Context: an optimization exercise on an open-source flow, tuned for small area, a short achievable clock period and few clock cycles. The choices shown serve that exercise and are no tape-out recipe. In this exercise RTL edits were held to simulation tests only and were not proved equivalent to the original.

## flow/design.v (module list and top-level ports; edited modules follow where they fit)
// module policer_bank: 4734 lines
module policer_bank (
    input  wire        clk,
    input  wire        rst,
    input  wire        req_valid,
    output wire        req_ready,
    input  wire [1:0]  req_op,         
    input  wire [2:0]  req_idx,
    input  wire [31:0] req_time,
    input  wire [15:0] req_len,
    input  wire [1:0]  req_colour,
    input  wire        req_type,
    input  wire        req_aware,
    input  wire        req_red_act,
    input  wire [28:0] req_cir,
    input  wire [28:0] req_pir,
    input  wire [23:0] req_cbs,
    input  wire [23:0] req_ebs,
    output reg         rsp_valid,
    output reg         rsp_ok,
    output reg  [1:0]  rsp_colour,
    output reg         rsp_red_act,
    output reg         rsp_en,
    output reg         rsp_type,
    output reg         rsp_aware,
    output reg  [28:0] rsp_cir,
    output reg  [28:0] rsp_pir,
    output reg  [23:0] rsp_cbs,
    output reg  [23:0] rsp_ebs,
    output reg  [23:0] rsp_committed,
    output reg  [23:0] rsp_tokens,
    output reg  [31:0] rsp_green,
    output reg  [31:0] rsp_yellow,
    output reg  [31:0] rsp_red
);
  // ...
==> flow/run.sh <==
#!/bin/bash
# synth_recipe.tcl (not shown) runs the flow's synth.tcl, then flattens the netlist and writes it again
# the make line also repeats each setting of config.mk as NAME=value (left out here)
make -C /OpenROAD-flow-scripts/flow DESIGN_CONFIG=/design/flow/config.mk WORK_HOME=/design/flow/orfs CLKGATE_MAP_FILE= SYNTH_SCRIPT=/design/flow/synth_recipe.tcl finish
==> flow/config.mk <==
export PLATFORM = sky130hd
export DESIGN_NAME = policer_bank
export DESIGN_NICKNAME = policer_bank
export VERILOG_FILES = /design/flow/design.v
export SDC_FILE = /design/flow/constraint.sdc
export NUM_CORES = 4
export LEC_CHECK = 0
export CAP_MARGIN = 20
export CORE_MARGIN = 2
export CORE_UTILIZATION = 35
export PLACE_DENSITY = 0.55
export SLEW_MARGIN = 20
==> flow/constraint.sdc <==
create_clock -name core_clock -period 24.0 [get_ports {clk}]
set_input_delay 4.8000 -clock core_clock [delete_from_list [all_inputs] [get_ports {clk}]]
set_output_delay 4.8000 -clock core_clock [all_outputs]
set_load 0.01 [all_outputs]
==> key figures, run 1 <==
Placement
  • Post-detail-place hpwl: 540000 um
  • Placed Area: 0.263 mm^2

Yosys
  • Multiplexer area fraction after synthesis: 0.0763
  • Post-synthesis sequential area ratio: 0.476
  • Synth Area in Simple Gates: 0.0594
  • Syn Area/Cell: 12.6 um^2
  • Number of flops mapped to enable cells by yosys: 2536
  • Main flop type after synthesis: edfxtp_1

Floorplanning
  • IO Count: 426
  • Row count: 308

Critical path
  • Worst path max stage delay: 0.71 ns
  • Critical path arrival: 10.18 ns
  • FF-to-FF Start: e_type$_DFF_P_
  • Crit path depth: 31
  • Crit path capture: p_tc[297]$_DFFE_PP_

Outcome
  • Outcome: timing/DRC/antenna clean

GRT
  • Via count of the first global-routing pass: 160000
  • Global-route wire length before repair: 1120000 um
  • M2 GR Usage: 0.326
  • Initial antenna violation count: 89

Clocking
  • Post-CTS setup buffers: 0
  • Cts hold-fix bufs: 0
  • Clock transition at the registers of the reported paths: 0.07 ns
  • CTS sink count: 4621
  • Clock buffer depth: 4
  • CTS tree: yes

Drt
  • # DRC: 0
  • WL met1: 344000 um
  • Wire length on met3: 58100 um

Layout
  • FF+latch count: 4621
  • Buffers outside the clock class: 765
  • Area Growth Syn to Fin: 13.0%
  • Commonest non-fill, non-tap cell in the layout: edfxtp_1
  • Comb_multi_in: 11900
  • Multi-input logic portion of the cell area: 0.424
Testbench counts, summed over its fixed seeds: cycles 24,120.
==> inputs of run 2 (changes only) <==
--- a/flow/design.v
+++ b/flow/design.v
@@ -2950,47 +2950,45 @@
     wire mem_883 = me_pp14_29 ^ mem_770 ^ mem_771;
     wire mem_884 = (me_pp14_29 & mem_770) | (mem_771 & (me_pp14_29 ^ mem_770));
     wire mem_885 = me_pp14_30 ^ ~me_neg13 ^ mem_772;
     wire mem_886 = (me_pp14_30 & ~me_neg13) | (mem_772 & (me_pp14_30 ^ ~me_neg13));
     wire mem_887 = 1'b1 ^ me_pp14_31;
     wire mem_888 = 1'b1 & me_pp14_31;
     assign b_pes = {mem_887, mem_885, mem_883, mem_881, mem_879, mem_877, mem_875, mem_873, mem_871, mem_869, mem_867, mem_865, mem_863, mem_861, mem_859, mem_857, mem_855, mem_853, mem_851, mem_849, mem_847, mem_845, mem_843, mem_841, mem_839, mem_837, mem_835, mem_833, mem_831, mem_829, mem_827, mem_825, mem_823, mem_821, mem_819, mem_817, mem_815, mem_813, mem_811, mem_809, mem_807, mem_805, mem_803, mem_801, mem_799, mem_797, mem_795, mem_793, mem_791, mem_789, mem_787, mem_785, mem_783, mem_781, mem_779, mem_777, mem_775, me_pp1_0, me_pp0_1, me_neg0};
     assign b_pec = {mem_886, mem_884, mem_882, mem_880, mem_878, mem_876, mem_874, mem_872, mem_870, mem_868, mem_866, mem_864, mem_862, mem_860, mem_858, mem_856, mem_854, mem_852, mem_850, mem_848, mem_846, mem_844, mem_842, mem_840, mem_838, mem_836, mem_834, mem_832, mem_830, mem_828, mem_826, mem_824, mem_822, mem_820, mem_818, mem_816, mem_814, mem_812, mem_810, mem_808, mem_806, mem_804, mem_802, mem_800, mem_798, mem_796, mem_794, mem_792, mem_790, mem_788, mem_786, mem_784, mem_782, mem_780, mem_778, mem_776, mem_774, mem_773, 1'b0, me_pp0_0};
+    wire [59:0] b_pc = b_pcs + b_pcc;
+    wire [59:0] b_pe = b_pes + b_pec;
     reg        c_v;
     reg [1:0]  c_op;
     reg [2:0]  c_idx;
     reg        c_en;
     reg [15:0] c_len;
     reg [1:0]  c_col;
     reg        c_type, c_aware, c_red;
     reg [28:0] c_cir, c_pir;
     reg [23:0] c_cbs, c_ebs;
-    reg [59:0] c_pcs, c_pcc, c_pes, c_pec;
+    reg [59:0] c_pc, c_pe;
     always @(posedge clk) begin
         c_v     <= b_v & ~rst;
         c_op    <= b_op;
         c_idx   <= b_idx;
         c_en    <= b_en;
         c_len   <= b_len;
         c_col   <= b_col;
         c_type  <= b_type;
         c_aware <= b_aware;
         c_red   <= b_red;
         c_cir   <= b_cir;
         c_pir   <= b_pir;
         c_cbs   <= b_cbs;
         c_ebs   <= b_ebs;
-        c_pcs   <= b_pcs;
-        c_pcc   <= b_pcc;
-        c_pes   <= b_pes;
-        c_pec   <= b_pec;
+        c_pc    <= b_pc;
+        c_pe    <= b_pe;
     end
-    wire [59:0] c_pc = c_pcs + c_pcc;
-    wire [59:0] c_pe = c_pes + c_pec;
     wire [49:0] c_qcs, c_qcc, c_qes, c_qec;
     wire rcr_1 = 1'b1 ^ c_pc[16] ^ c_pc[18];
     wire rcr_2 = (1'b1 & c_pc[16]) | (c_pc[18] & (1'b1 ^ c_pc[16]));
     wire rcr_3 = 1'b1 ^ c_pc[17] ^ c_pc[19];
     wire rcr_4 = (1'b1 & c_pc[17]) | (c_pc[19] & (1'b1 ^ c_pc[17]));
     wire rcr_5 = c_pc[32] ^ c_pc[39];
     wire rcr_6 = c_pc[32] & c_pc[39];
     wire rcr_7 = 1'b1 ^ c_pc[10] ^ c_pc[18];
@@ -4494,94 +4492,91 @@
     wire rer_749 = ~c_pe[48] ^ rer_658 ^ rer_659;
     wire rer_750 = (~c_pe[48] & rer_658) | (rer_659 & (~c_pe[48] ^ rer_658));
     wire rer_751 = c_pe[47] ^ rer_660;
     wire rer_752 = c_pe[47] & rer_660;
     wire rer_753 = 1'b1 ^ c_pe[48];
     wire rer_754 = 1'b1 & c_pe[48];
     assign c_qes = {1'b1, 1'b1, 1'b1, rer_753, rer_751, rer_749, rer_747, rer_745, rer_743, rer_741, rer_739, rer_737, rer_735, rer_733, rer_731, rer_729, rer_727, rer_725, rer_723, rer_721, rer_719, rer_717, rer_715, rer_713, rer_711, rer_709, rer_707, rer_705, rer_703, rer_701, rer_699, rer_697, rer_695, rer_693, rer_691, rer_689, rer_687, rer_685, rer_683, rer_681, rer_679, rer_677, rer_675, rer_673, rer_671, rer_669, rer_667, rer_665, rer_663, rer_571};
     assign c_qec = {1'b0, 1'b0, rer_754, rer_752, rer_750, rer_748, rer_746, rer_744, rer_742, rer_740, rer_738, rer_736, rer_734, rer_732, rer_730, rer_728, rer_726, rer_724, rer_722, rer_720, rer_718, rer_716, rer_714, rer_712, rer_710, rer_708, rer_706, rer_704, rer_702, rer_700, rer_698, rer_696, rer_694, rer_692, rer_690, rer_688, rer_686, rer_684, rer_682, rer_680, rer_678, rer_676, rer_674, rer_672, rer_670, rer_668, rer_666, rer_664, rer_662, rer_661};
+    wire [49:0] c_qc = c_qcs + c_qcc;
+    wire [49:0] c_qe = c_qes + c_qec;
     reg        d_v;
     reg [1:0]  d_op;
     reg [2:0]  d_idx;
     reg        d_en;
     reg [15:0] d_len;
     reg [1:0]  d_col;
     reg        d_type, d_aware, d_red;
     reg [28:0] d_cir, d_pir;
     reg [23:0] d_cbs, d_ebs;
-    reg [49:0] d_qcs, d_qcc, d_qes, d_qec;
+    reg [41:0] d_qc, d_qe;         
     reg [9:0]  d_plc, d_ple;       
     reg        d_satc, d_sate;     
     always @(posedge clk) begin
         d_v     <= c_v & ~rst;
         d_op    <= c_op;
         d_idx   <= c_idx;
         d_en    <= c_en;
         d_len   <= c_len;
         d_col   <= c_col;
         d_type  <= c_type;
         d_aware <= c_aware;
         d_red   <= c_red;
         d_cir   <= c_cir;
         d_pir   <= c_pir;
         d_cbs   <= c_cbs;
         d_ebs   <= c_ebs;
-        d_qcs   <= c_qcs;
-        d_qcc   <= c_qcc;
-        d_qes   <= c_qes;
-        d_qec   <= c_qec;
+        d_qc    <= c_qc[46:5];
+        d_qe    <= c_qe[46:5];
         d_plc   <= c_pc[9:0];
         d_ple   <= c_pe[9:0];
         d_satc  <= (c_pc[59:49] != 11'd0);
         d_sate  <= (c_pe[59:49] != 11'd0);
     end
-    wire [5:0]  d_lc  = {1'b0, d_qcs[4:0]} + {1'b0, d_qcc[4:0]};
-    wire [5:0]  d_le  = {1'b0, d_qes[4:0]} + {1'b0, d_qec[4:0]};
-    wire        d_cyc = d_lc[5];
-    wire        d_cye = d_le[5];
-    wire [17:0] d_q18c = d_qcs[22:5] + d_qcc[22:5] + {17'd0, d_cyc};
-    wire [17:0] d_q18e = d_qes[22:5] + d_qec[22:5] + {17'd0, d_cye};
-    wire [17:0] d_rc  = {d_plc, 8'd0} - d_q18c * 18'd46875;
-    wire [17:0] d_re  = {d_ple, 8'd0} - d_q18e * 18'd46875;
+    wire [17:0] d_q18c = d_qc[17:0];
+    wire [17:0] d_q18e = d_qe[17:0];
+    wire [17:0] d_rc = {d_plc, 8'd0} - (d_q18c << 16) + (d_q18c << 14) + (d_q18c << 11) +
+                       (d_q18c << 8) - (d_q18c << 5) + (d_q18c << 2) + d_q18c;
+    wire [17:0] d_re = {d_ple, 8'd0} - (d_q18e << 16) + (d_q18e << 14) + (d_q18e << 11) +
+                       (d_q18e << 8) - (d_q18e << 5) + (d_q18e << 2) + d_q18e;
     wire        d_cinc = !d_rc[17];
     wire        d_cine = !d_re[17];
-    wire [44:0] d_hcs  = d_qcs[49:5];
-    wire [44:0] d_hcc  = d_qcc[49:5];
-    wire [44:0] d_hts  = d_type ? d_qes[49:5] : d_qcs[49:5];
-    wire [44:0] d_htc  = d_type ? d_qec[49:5] : d_qcc[49:5];
-    wire        d_cyt  = d_type ? d_cye : d_cyc;
+    wire [44:0] d_qc45 = {3'd0, d_qc};
+    wire [44:0] d_qt45 = d_type ? {3'd0, d_qe} : {3'd0, d_qc};
     wire [44:0] d_cmax  = {5'd0, d_cbs, 16'd0};
     wire [44:0] d_emax  = {5'd0, d_ebs, 16'd0};
     wire [44:0] d_b     = {13'd0, d_len, 16'd0};
     wire [44:0] d_ncmax = ~d_cmax;                    
     wire [44:0] d_nemax = ~d_emax;                    
     wire [44:0] d_nb    = ~d_b;                       
-    wire [44:0] d_ks   = d_hcs + d_hcc + {45{1'b1}} + {44'd0, d_cyc};               
-    wire [44:0] d_kov  = d_hcs + d_hcc + d_ncmax + {45{1'b1}} + {44'd0, d_cyc};      
-    wire [44:0] d_ksb  = d_hcs + d_hcc + d_nb + {44'd0, d_cyc};                      
-    wire [44:0] d_kt   = d_hts + d_htc + (d_type ? {45{1'b1}} : d_ncmax) + {44'd0, d_cyt};
-    wire [44:0] d_kts  = d_hts + d_htc + d_nemax + (d_type ? {45{1'b1}} : d_ncmax) + {44'd0, d_cyt};
-    wire [44:0] d_ktb  = d_hts + d_htc + d_nb + (d_type ? 45'd0 : d_ncmax) + {44'd0, !d_type} + {44'd0, d_cyt};
+    wire [44:0] d_ks   = d_qc45 + {45{1'b1}};                                       
+    wire [44:0] d_kov  = d_qc45 + d_ncmax + {45{1'b1}};                             
+    wire [44:0] d_ksb  = d_qc45 + d_nb;                                             
+    wire [44:0] d_kt   = d_qt45 + (d_type ? {45{1'b1}} : d_ncmax);
+    wire [44:0] d_kts  = d_qt45 + d_nemax + (d_type ? {45{1'b1}} : d_ncmax);
+    wire [44:0] d_ktb  = d_qt45 + d_nb + (d_type ? 45'd0 : d_ncmax) + {44'd0, !d_type};
     wire [44:0] d_kcb  = d_cmax - d_b;               
     wire [44:0] d_keb  = d_emax - d_b;               
     reg        e_v;
     reg [1:0]  e_op;
     reg [2:0]  e_idx;
     reg        e_en;
     reg [15:0] e_len;
     reg [1:0]  e_col;
     reg        e_type, e_aware, e_red;
     reg [28:0] e_cir, e_pir;
     reg [23:0] e_cbs, e_ebs;
     reg [44:0] e_ks, e_kov, e_ksb, e_kt, e_kts, e_ktb, e_kcb, e_keb;
     reg        e_cinc, e_cint, e_satc, e_satt;
     reg [39:0] e_tc, e_te;
+    reg [31:0] e_gc, e_yc, e_rc;
     wire        e_wr;
     wire [39:0] e_tc_new, e_te_new;
+    wire [31:0] e_gc_new, e_yc_new, e_rc_new;
     always @(posedge clk) begin
         e_v     <= d_v & ~rst;
         e_op    <= d_op;
         e_idx   <= d_idx;
         e_en    <= d_en;
         e_len   <= d_len;
         e_col   <= d_col;
         e_type  <= d_type;
@@ -4601,19 +4596,25 @@
         e_keb   <= d_keb;
         e_cinc  <= d_cinc;
         e_cint  <= d_type ? d_cine : d_cinc;
         e_satc  <= d_satc;
         e_satt  <= d_type ? d_sate : d_satc;
         if (e_wr && e_idx == d_idx) begin
             e_tc <= e_tc_new;
             e_te <= e_te_new;
+            e_gc <= e_gc_new;
+            e_yc <= e_yc_new;
+            e_rc <= e_rc_new;
         end else begin
             e_tc <= p_tc[d_idx*40 +: 40];
             e_te <= p_te[d_idx*40 +: 40];
+            e_gc <= p_green[d_idx*32 +: 32];
+            e_yc <= p_yellow[d_idx*32 +: 32];
+            e_rc <= p_red[d_idx*32 +: 32];
         end
     end
     wire [44:0] e_tc45 = {5'd0, e_tc};
     wire [44:0] e_te45 = {5'd0, e_te};
     wire [44:0] e_x    = e_type ? 45'd0 : e_tc45;
     wire [44:0] e_s    = e_tc45 + e_ks  + {44'd0, e_cinc};           
     wire [44:0] e_ovs  = e_tc45 + e_kov + {44'd0, e_cinc};           
     wire [44:0] e_sb   = e_tc45 + e_ksb + {44'd0, e_cinc};           
@@ -4648,89 +4649,46 @@
     wire        e_g     = (e_res == 2'd0);
     wire        e_tkte  = e_type ? (e_res != 2'd2) : (e_res == 2'd1);
     wire [1:0]  e_out   = (e_res > e_col) ? e_res : e_col;
     wire        e_cfg   = (e_op == OP_CONFIG);
     wire        e_met   = (e_op == OP_METER);
     assign e_wr     = e_v && e_en && (e_cfg || e_met);
     assign e_tc_new = e_cfg ? e_cmax : e_g    ? e_lcb[39:0] : e_lc;
     assign e_te_new = e_cfg ? e_emax : e_tkte ? e_leb[39:0] : e_le;
+    wire [31:0] e_gc1 = (e_gc != 32'hFFFFFFFF) ? e_gc + 32'd1 : e_gc;
+    wire [31:0] e_yc1 = (e_yc != 32'hFFFFFFFF) ? e_yc + 32'd1 : e_yc;
+    wire [31:0] e_rc1 = (e_rc != 32'hFFFFFFFF) ? e_rc + 32'd1 : e_rc;
+    assign e_gc_new = e_cfg ? 32'd0 : (e_out == 2'd0) ? e_gc1 : e_gc;
+    assign e_yc_new = e_cfg ? 32'd0 : (e_out == 2'd1) ? e_yc1 : e_yc;
+    assign e_rc_new = e_cfg ? 32'd0 : (e_out == 2'd2) ? e_rc1 : e_rc;
     always @(posedge clk) begin
         for (i = 0; i < 8; i = i + 1) begin
             if (e_wr && e_idx == i) begin
-                p_tc[i*40 +: 40] <= e_tc_new;
-                p_te[i*40 +: 40] <= e_te_new;
+                p_tc[i*40 +: 40]     <= e_tc_new;
+                p_te[i*40 +: 40]     <= e_te_new;
+                p_green[i*32 +: 32]  <= e_gc_new;
+                p_yellow[i*32 +: 32] <= e_yc_new;
+                p_red[i*32 +: 32]    <= e_rc_new;
             end
         end
     end
-    reg        f_v;
-    reg [1:0]  f_op;
-    reg [2:0]  f_idx;
-    reg        f_en;
-    reg [1:0]  f_col;          
-    reg        f_type, f_aware, f_red;
-    reg [28:0] f_cir, f_pir;
-    reg [23:0] f_cbs, f_ebs;
-    reg [23:0] f_com, f_tok;
-    reg [31:0] f_g, f_y, f_r;
-    wire        f_wr;
-    wire [31:0] f_g_new, f_y_new, f_r_new;
+    wire e_qen = (e_op == OP_QUERY) && e_en;
     always @(posedge clk) begin
-        f_v     <= e_v & ~rst;
-        f_op    <= e_op;
-        f_idx   <= e_idx;
-        f_en    <= e_en;
-        f_col   <= e_en ? e_out : e_col;
-        f_type  <= e_type;
-        f_aware <= e_aware;
-        f_red   <= e_red;
-        f_cir   <= e_cir;
-        f_pir   <= e_pir;
-        f_cbs   <= e_cbs;
-        f_ebs   <= e_ebs;
-        f_com   <= e_lc[39:16];
-        f_tok   <= e_le[39:16];
-        if (f_wr && f_idx == e_idx) begin
-            f_g <= f_g_new;
-            f_y <= f_y_new;
-            f_r <= f_r_new;
-        end else begin
-            f_g <= p_green[e_idx*32 +: 32];
-            f_y <= p_yellow[e_idx*32 +: 32];
-            f_r <= p_red[e_idx*32 +: 32];
-        end
-    end
-    wire        f_cfg = (f_op == OP_CONFIG);
-    wire        f_met = (f_op == OP_METER);
-    assign f_wr    = f_v && f_en && (f_cfg || f_met);
-    assign f_g_new = f_cfg ? 32'd0 : (f_col == 2'd0 && f_g != 32'hFFFFFFFF) ? f_g + 32'd1 : f_g;
-    assign f_y_new = f_cfg ? 32'd0 : (f_col == 2'd1 && f_y != 32'hFFFFFFFF) ? f_y + 32'd1 : f_y;
-    assign f_r_new = f_cfg ? 32'd0 : (f_col == 2'd2 && f_r != 32'hFFFFFFFF) ? f_r + 32'd1 : f_r;
-    always @(posedge clk) begin
-        for (i = 0; i < 8; i = i + 1) begin
-            if (f_wr && f_idx == i) begin
-                p_green[i*32 +: 32]  <= f_g_new;
-                p_yellow[i*32 +: 32] <= f_y_new;
-                p_red[i*32 +: 32]    <= f_r_new;
-            end
-        end
-    end
-    wire f_qen = (f_op == OP_QUERY) && f_en;
-    always @(posedge clk) begin
-        rsp_valid     <= f_v & ~rst;
-        rsp_ok        <= f_cfg ? f_en : (f_op != 2'd3);
-        rsp_colour    <= f_col;
-        rsp_red_act   <= f_en ? f_red : f_met;
-        rsp_en        <= f_qen;
-        rsp_type      <= f_qen & f_type;
-        rsp_aware     <= f_qen & f_aware;
-        rsp_cir       <= f_qen ? f_cir : 29'd0;
-        rsp_pir       <= f_qen ? f_pir : 29'd0;
-        rsp_cbs       <= f_qen ? f_cbs : 24'd0;
-        rsp_ebs       <= f_qen ? f_ebs : 24'd0;
-        rsp_committed <= f_qen ? f_com : 24'd0;
-        rsp_tokens    <= f_qen ? f_tok : 24'd0;
-        rsp_green     <= f_qen ? f_g : 32'd0;
-        rsp_yellow    <= f_qen ? f_y : 32'd0;
-        rsp_red       <= f_qen ? f_r : 32'd0;
+        rsp_valid     <= e_v & ~rst;
+        rsp_ok        <= e_cfg ? e_en : (e_op != 2'd3);
+        rsp_colour    <= e_en ? e_out : e_col;
+        rsp_red_act   <= e_en ? e_red : e_met;
+        rsp_en        <= e_qen;
+        rsp_type      <= e_qen & e_type;
+        rsp_aware     <= e_qen & e_aware;
+        rsp_cir       <= e_qen ? e_cir : 29'd0;
+        rsp_pir       <= e_qen ? e_pir : 29'd0;
+        rsp_cbs       <= e_qen ? e_cbs : 24'd0;
+        rsp_ebs       <= e_qen ? e_ebs : 24'd0;
+        rsp_committed <= e_qen ? e_lc[39:16] : 24'd0;
+        rsp_tokens    <= e_qen ? e_le[39:16] : 24'd0;
+        rsp_green     <= e_qen ? e_gc : 32'd0;
+        rsp_yellow    <= e_qen ? e_yc : 32'd0;
+        rsp_red       <= e_qen ? e_rc : 32'd0;
     end
 endmodule
 `default_nettype wire
==> run 2 against run 1 <==
- die area fell by 6.0%
- largest cell class unchanged
- synthesized cell count fell by 6.5%
- non-clock buffer count rose by 4
- still clean on timing, DRC and antenna
- flip-flop and latch count fell by 388
- final area fell by 6.0%
- hold slack improved by 0.021 ns
- clock skew fell by 0.018 ns
- sequential share of layout area fell by 0.28 points
- setup slack got worse by 1.4 ns
==> key figures, run 2 <==
Timing
  • Final Max Tran Viols: 0 (unchanged)
  • Tcrit/Tclk final: 0.453 (was 0.395)
  • Fmax: 0.0920 GHz (was 0.105 GHz)
  • RSZ-0062 raised after global routing: false (unchanged)
  • Minimum clock period: 10.87 ns (was 9.49 ns)
  • Hold_ws: 0.309 ns (was 0.288 ns)
  • Fin. Hold Viols: 0 (unchanged)
  • Rel. slew slack: 0.196 (was 0.156)
  • Worst-Margin Slew: 1.18 ns (was 1.27 ns)
  • Setup violations, final: 0 (unchanged)
  • Final WS setup: 13.13 ns (was 14.51 ns)
  • Clk_skew: 0.126 ns (was 0.145 ns)
  • Setup TNS: 0 ns (unchanged)

Yosys
  • Post-synthesis sequential area ratio: 0.473 (was 0.476)
  • Net Count, Synth: 21200 (was 22600)
  • Number of flops mapped to enable cells by yosys: 2536 (unchanged)
  • Post-synth ARST share: 0 (unchanged)
  • Yosys top cell by area: edfxtp_1 (unchanged)
  • Post-synthesis cell type count: 96 (was 107)
  • Seq cells post-synth: 4233 (was 4621)
  • Syn Area/Cell: 12.7 um^2 (was 12.6 um^2)
  • Post-synth top area share: 0.327 (was 0.308)
  • Most common cell in the netlist: edfxtp_1 (unchanged)
  • Ys Warns: 1 (unchanged)
  • Main flop type after synthesis: edfxtp_1 (unchanged)
  • Synth top cells by count: 2536 x edfxtp_1, 2085 x inv_1, 1697 x dfxtp_1, 1531 x fa_1, 1120 x ha_1 (was 2536 x edfxtp_1, 2171 x inv_1, 2085 x dfxtp_1, 1589 x fa_1, 1227 x ha_1)
  • Top post-synthesis cells by area: edfxtp_1 33%, dfxtp_1 15%, fa_1 13%, mux4_2 6.2%, ha_1 6.0% (was edfxtp_1 31%, dfxtp_1 17%, fa_1 13%, ha_1 6.2%, mux4_2 5.8%)
  • Mapped Area: 0.233 mm^2 (was 0.248 mm^2)
  • Syn Inst Count: 18400 (was 19600)

Drt
  • DRT antenna net count: 0 (unchanged)
  • # DRC: 0 (unchanged)
  • Vias per cell: 5.30 (was 5.31)
  • DRT iter0 DRCs: 14300 (was 16100)
  • Wire length per cell: 26.9 um (was 26.0 um)
  • Drt total wl: 754000 um (was 772000 um)
  • DRT Pass-1 Iters: 8 (was 7)
  • Via Count: 148000 (was 158000)

GRT
  • Largest net degree at the start of global routing: 144 (was 101)
  • Grt total ovfl: 0 (unchanged)
  • Via count of the first global-routing pass: 152000 (was 160000)
  • Global-route wire length before repair: 1090000 um (was 1120000 um)
  • Initial antenna violation count: 68 (was 89)
  • GRT Util Overall: 0.220 (was 0.210)

Clocking
  • Post-CTS sizing: 0 (unchanged)
  • CTS buffer count: 445 (was 467)
  • Cts hold-fix bufs: 0 (unchanged)
  • Clock transition at the registers of the reported paths: 0.06 ns (was 0.07 ns)
  • Post-CTS setup buffers: 0 (unchanged)
  • Clock buffer depth: 4 (unchanged)
  • CTS sink count: 4233 (was 4621)
  • H-tree depth: 5 (unchanged)
  • Clock root cell: clkbuf_16 (unchanged)
  • CTS tree: yes (unchanged)
  • Clock Latency Late Sink: 1.09 ns (was 1.14 ns)

Min path
  • Hold crit path type: reg -> reg (unchanged)
  • Hold Path Cell Cnt: 0 (unchanged)

Critical path
  • Slowest CP cell: and2_1 (was o21ai_0)
  • WS Path Type: reg -> reg (unchanged)
  • Kind of end point of the critical path: flip-flop (unchanged)
  • Worst path max stage delay: 0.81 ns (was 0.71 ns)
  • FF-to-FF path depth: 33 (was 31)
  • Worst-path fanout max: 37 (was 69)
  • Startpoint types: flip-flop (unchanged)
  • CP Data Required Time: 24.72 ns (was 24.69 ns)
  • Critical path arrival: 11.59 ns (was 10.18 ns)

Floorplanning
  • Core Region: 0.663 mm^2 (was 0.704 mm^2)
  • Die Footprint: 0.671 mm^2 (was 0.714 mm^2)
  • DIE HEIGHT: 819 um (was 845 um)
  • IO Count: 426 (unchanged)
  • Chip width: 819 um (was 845 um)
  • Starting Density: 0.351 (was 0.352)
  • Row count: 299 (was 308)

Placement
  • Placed Area: 0.248 mm^2 (was 0.263 mm^2)
  • Placed Cells incl. Taps: 27100 (was 28800)
  • Place WS: 13.30 ns (was 14.69 ns)
  • Input/output buffers: 424 (unchanged)
  • Post-detail-place hpwl: 521000 um (was 540000 um)
  • Gpl congestion: 0.960 (was 0.929)

Layout
  • Share of post-route cells with drive strength above 1: 0.105 (was 0.108)
  • Most frequent cells in the layout: 2536 x edfxtp_1, 2084 x inv_1, 1655 x dfxtp_1, 1531 x fa_1, 1101 x ha_1 (was 2536 x edfxtp_1, 2172 x inv_1, 2039 x dfxtp_1, 1589 x fa_1, 1201 x ha_1)
  • Fin cells: 28000 (was 29700)
  • Nets: 21500 (was 22900)
  • Fill cells: 62400 (was 66000)
  • Area Growth Syn to Fin: 13.1% (was 13.0%)
  • Fin area: 0.263 mm^2 (was 0.280 mm^2)
  • Commonest non-fill, non-tap cell in the layout: edfxtp_1 (unchanged)
  • Util after Layout: 0.397 (was 0.398)
  • Largest registers: p_tc x320, p_te x320 (unchanged)

Flow run
  • Maxcap violations: 0 (unchanged)

Outcome
  • Outcome: timing/DRC/antenna clean (unchanged)
-- run 2: changes by cell type in the layout (fill, tap and decap cells not counted), sizes merged, moves of 87 or more --
| cell | previous run | this run |
|---|---|---|
| xor2 | 808 | 624 |
| xnor2 | 855 | 993 |
| ha | 1227 | 1120 |
| a21oi | 719 | 569 |
| dfxtp | 2085 | 1697 |
| o21ai | 584 | 497 |
-- run 2: final cells by class --
| cell class | instances | area (um^2) | share of cell area |
|---|---|---|---|
| multi-input cells | 11100 | 112000 | 0.425 |
| flip-flops and latches | 4233 | 110000 | 0.419 |
| clock buffers | 628 | 12700 | 0.0483 |
| well taps | 8879 | 11100 | 0.0422 |
| inverters | 2096 | 7880 | 0.0299 |
| repair buffers | 769 | 6960 | 0.0264 |
| clock inverters | 215 | 2460 | 0.00936 |
| diodes | 26 | 65.1 | 0.000247 |
-- run 2: logic make-up after synthesis --
group,synth area share
multiplexers,0.0789
other,0.0000161
XOR/XNOR,0.0609
AO/OA/AOI/OAI,0.0886
adder cells (fa/ha/maj),0.192
flip-flops,0.473
buffers and inverters,0.0485
AND/OR/NAND/NOR,0.0578
-- run 2: routing by layer --
metal	up-vias	part of all wire	GRT usage
met4	14	0.041	0.0794
met3	1313	0.072	0.0356
met5	-	0.00014	0
li1	65100	-	-
met2	6064	0.46	0.355
met1	75700	0.42	0.299
-- run 2: path summary, 6_finish.rpt --
check	start	to	slack (ns)
setup / recovery	e_type$_DFF_P_	p_red[95]$_DFFE_PP_	13.13
hold reg to reg	c_type$_DFF_P_	d_type$_DFF_P_	0.31
setup reg to reg	e_type$_DFF_P_	p_red[95]$_DFFE_PP_	13.13
hold / removal	c_type$_DFF_P_	d_type$_DFF_P_	0.31
-- run 2: worst max-delay path: cells and delay by family, from the launching register on --
kind                       cells  cell delay, ns
adders and majority gates      3            1.04
and+or+nand+nor               14            3.78
xor gates and xnor gates       2            0.60
AOI/OAI and AO/OA             13            4.11
buffers and inverters          1            0.46
DFF                            1            0.54
Testbench counts of run 2, summed over its fixed seeds: cycles 24,112.

==> separate check: timing with driven ports <==
How much do the figures lean on ideal ports? The routed layouts below were timed once more, with nothing changed but the port constraints.
Step 1, drivers: a clkbuf_16 drives clk and a buf_2 each remaining input, both assumed.
Step 2 also shifts input and output timing later by t, the mid clock arrival at the registers, as if the neighbouring blocks saw the same clock.
a / b / c = no drivers / after step 1 / after step 2; a / b = the first two.
| run | t (ns) | setup slack, ns | worst setup path at the end | latest minus earliest clock arrival (ns) |
|---|---|---|---|---|
| run 1 | 1.197 | 14.511 / 14.511 / 14.511 | register to register | 0.164 / 0.164 |
| run 2 | 1.154 | 13.130 / 13.130 / 13.130 | register to register | 0.138 / 0.139 |
After both steps setup and hold are still met in every run listed.
